From an optimization exercise on the open Yosys and OpenROAD flow, aimed at small area, a short achievable clock period and few clock cycles per item; shortcuts taken in it are not production practice. No run shown here included a check of the RTL's function; only the layout flow was run. No activity file was given, so power comes from the tool's default toggle rates.

## flow/design.v (module list and top-level ports; edited modules follow where they fit)
// module symhash: 1925 lines
module symhash (
    input  wire         clk,
    input  wire         rst,
    input  wire         in_valid,
    output wire         in_ready,
    input  wire [1:0]   in_kind,       
    input  wire [127:0] in_src_addr,   
    input  wire [127:0] in_dst_addr,
    input  wire [15:0]  in_src_port,
    input  wire [15:0]  in_dst_port,
    input  wire         in_l4,         
    input  wire         in_frag,       
    input  wire [7:0]   in_proto,
    input  wire [15:0]  in_etype,
    input  wire [11:0]  in_vid,
    input  wire [63:0]  in_udf,        
    input  wire [4:0]   in_cfg,        
    input  wire [31:0]  in_seed,       
    output wire         out_valid,
    input  wire         out_ready,
    output wire [31:0]  out_hash
);
  // ...
==> flow/run.sh <==
#!/bin/bash
# synth_recipe.tcl (not shown) runs the flow's synth.tcl, then flattens the netlist and writes it again
# the make line also repeats each setting of config.mk as NAME=value (left out here)
make -C /OpenROAD-flow-scripts/flow DESIGN_CONFIG=/design/flow/config.mk WORK_HOME=/design/flow/orfs CLKGATE_MAP_FILE= SYNTH_SCRIPT=/design/flow/synth_recipe.tcl finish
==> flow/config.mk <==
export PLATFORM = sky130hd
export DESIGN_NAME = symhash
export DESIGN_NICKNAME = symhash
export VERILOG_FILES = /design/flow/design.v
export SDC_FILE = /design/flow/constraint.sdc
export NUM_CORES = 4
export LEC_CHECK = 0
export CAP_MARGIN = 20
export CORE_MARGIN = 2
export CORE_UTILIZATION = 35
export PLACE_DENSITY = 0.55
export SLEW_MARGIN = 20
==> flow/constraint.sdc <==
create_clock -name core_clock -period 8.0 [get_ports {clk}]
set_input_delay 1.6000 -clock core_clock [delete_from_list [all_inputs] [get_ports {clk}]]
set_output_delay 1.6000 -clock core_clock [all_outputs]
set_load 0.01 [all_outputs]
==> flow_summary.ini, run 1 <==
[worst_setup_path]
crit_slowest_cell = ha_1
peak_fanout_along_the_critical_path = 11
r2r_slack_ns = 5.91

[clock_tree]
cts-buffers-inserted = 17
cts-htree-levels = 4

[synthesis]
synth_adder_area_share_pct = 2.831
synth-async-reset-ratio_pct = 0
synth_edf_count = 141
synth_largest_area_cell = xnor2_1
mappedNetlistArea_um2 = 63200
post_synth_inst_count = 6861

[place]
pre_cts_ws_ns = 0.04624
hpwl_um = 448400
gpl.final_weighted_congestion = 1.291

[sta]
hold_ws_ns = 0.5306
post_route_setup_tns_ns = -0.07403
max_slew.worst_pin.slew_ns = 1.425
report.final.setup_viol = 1
post-route-worst-setup-slack_ns = -0.07403

[cells_and_area]
largestRegisters = w_r x104, x0_r x32, tl_r x4
mostFrequentLayoutCells = 2058 x xnor2_1, 773 x buf_4, 708 x xor2_1, 487 x xnor3_1, 464 x clkdlybuf4s50_1
nets = 8231
synthToLayoutAreaGrowth_pct = 19.65
antennaDiodeCount = 43
final_common_cell = xnor2_1
area_share_nonclk_buffers_pct = 14.55
multi_input_area_share_pct = 74.19

[route]
drt.antenna.violating_nets = 0

[job]
max-cap-violations = 0

[outcome]
run_status = failed layout checks
violatedChecks = setup timing
==> run 2: changes to the inputs <==
--- a/flow/config.mk
+++ b/flow/config.mk
@@ -7,6 +7,7 @@
 export LEC_CHECK = 0
 export CAP_MARGIN = 20
 export CORE_MARGIN = 2
-export CORE_UTILIZATION = 35
-export PLACE_DENSITY = 0.55
+export CORE_UTILIZATION = 50
+export PLACE_DENSITY = 0.65
+export SETUP_SLACK_MARGIN = 1.5
 export SLEW_MARGIN = 20
==> run 2 against run 1 <==
Compared with the run above: the run now fails in 5_1_grt; synthesized cell count did not move; synthesized area did not move.
==> flow_summary.ini, run 2 <==
[clock_tree]
clock-sinks = 142
cts-buffers-inserted = 17
cts-htree-levels = 4
cts.root.buffer_cell = clkbuf_16
cts_buffer_depth = 2

[floorplan]
fp.dieW_um = 359.5
floorplan.initialDensity_pct = 50.33
chipHeight_um = 359.5
std_cell_rows = 130
ios = 467

[global_routing]
grtUsageTotal_pct = 71.94
grt_overflow_total = 7
grt_max_degree = 91

[synthesis]
synth_top_area_share_pct = 28.96
synth_seq_cells = 142
synthTopCellsByArea = xnor2_1 29%, xnor3_1 17%, xor2_1 9.9%
ys_warn_count = 1
ys_types = 129
synthMostInstantiatedCell = xnor2_1
mappedNetlistArea_um2 = 63200
synth-async-reset-ratio_pct = 0
mappedNetlistNets = 7437
synth.avg_cell_area_um2 = 9.212
post_synth_inst_count = 6861
synth_ff_type = edfxtp_1
yosys-top-cells-count = 2090 x xnor2_1, 713 x xor2_1, 487 x xnor3_1, 396 x nor2_1, 375 x nand2_1
synth-seq-area-share_pct = 6.731
synth_largest_area_cell = xnor2_1
synth_edf_count = 141

[outcome]
run_status = did not finish
flow.stopped_at = 5_1_grt
stop_error = [ERROR GRT-0232] Routing congestion too high. Check the congestion heatmap in the GUI.

[place]
gpl.final_weighted_congestion = 1.368
numPlacedInstances = 8967
port_buffers = 466
hpwl_um = 369800

[sta]
endpoint_type = output port
repair-timing-grt-worst-ep = out_hash[17]
==> run 2: cell counts after synthesis <==
Identical to the previous run, type by type.
==> run 2: through the flow <==
stage / hold slack [ns] / utilization, % / setup WS (ns) / cell area [um2]
after CTS: 0.5253 / 58.02 / 1.246 / 72850
after detailed placement: 0.5152 / 56.68 / 0.2270 / 71170
after global placement: 0.5031 / 56.65 / 0.1957 / 71140
after floorplan: 0.5930 / - / 2.431 / 63200
==> run 2: what timing repair did <==
| action | in CTS |
|---|---|
| setup buffers | 56 |
| hold buffers | 0 |
| setup endpoints to repair | 52 |
| gates cloned | 3 |
| resized for setup | 107 |
| pin swaps | 23 |
==> run 2: worst max path at each step <==
stage,end,slack (ns),cells past startpoint
3_5_place_dp,x0_r[25]$_DFFE_PP_,0.23,12
4_1_cts,out_hash[17],1.25,13
3_3_place_gp,x0_r[25]$_DFFE_PP_,0.20,12
2_1_floorplan,err_r$_DFFE_PP_,2.43,2
==> run 2: power by group through the flow <==
stage	combinational (mW)	sequential (mW)	clock, mW
3_5_place_dp	36.2	1.88	0
2_1_floorplan	22.4	1.52	0
4_1_cts	36.9	1.80	0.887
3_3_place_gp	36.1	1.88	0
==> run 2: kinds of logic after synthesis <==
family,after synthesis,share of synthesized area [%]
compound gates,1040,11.89
xor+xnor,3463,61.42
fa+ha+maj,143,2.831
buf+inv,663,5.327
flops,142,6.731
mux,57,1.115
simple gates,1353,10.68
==> run 2: routing by layer <==
| layer | GRT usage [%] | overflow |
|---|---|---|
| met5 | 35.11 | 0 |
| met1 | 74.76 | 0 |
| met3 | 59.22 | 0 |
| met4 | 66.80 | 4 |
| met2 | 84.37 | 3 |

## afterwards: timing with drivers on the ports
No port has a modelled driver above. Below, the same layout with a new extraction and two added sets of constraints.
Step 1 sets driving cells, clkbuf_16 on the clock port and buf_2 on the other inputs (assumed; they add their load-dependent delay and slew).
Step 2 moves the port delays by t, midway between the first and last clock arrival at a register: inputs arrive t later, outputs are due t later. That takes back most of the time a late clock gives input paths.
Three values: ideal, step 1, step 2; two values: the first two.
run: run 1
t, ns: 0.504
setup slack, ns: -0.074 / -0.060 / -0.564
latest minus earliest clock arrival (ns): 0.022 / 0.022
cell pins on the clock port's net: 1
The setup slack of run 1 moves by +0.014 ns with the drivers and by -0.490 ns with both steps.
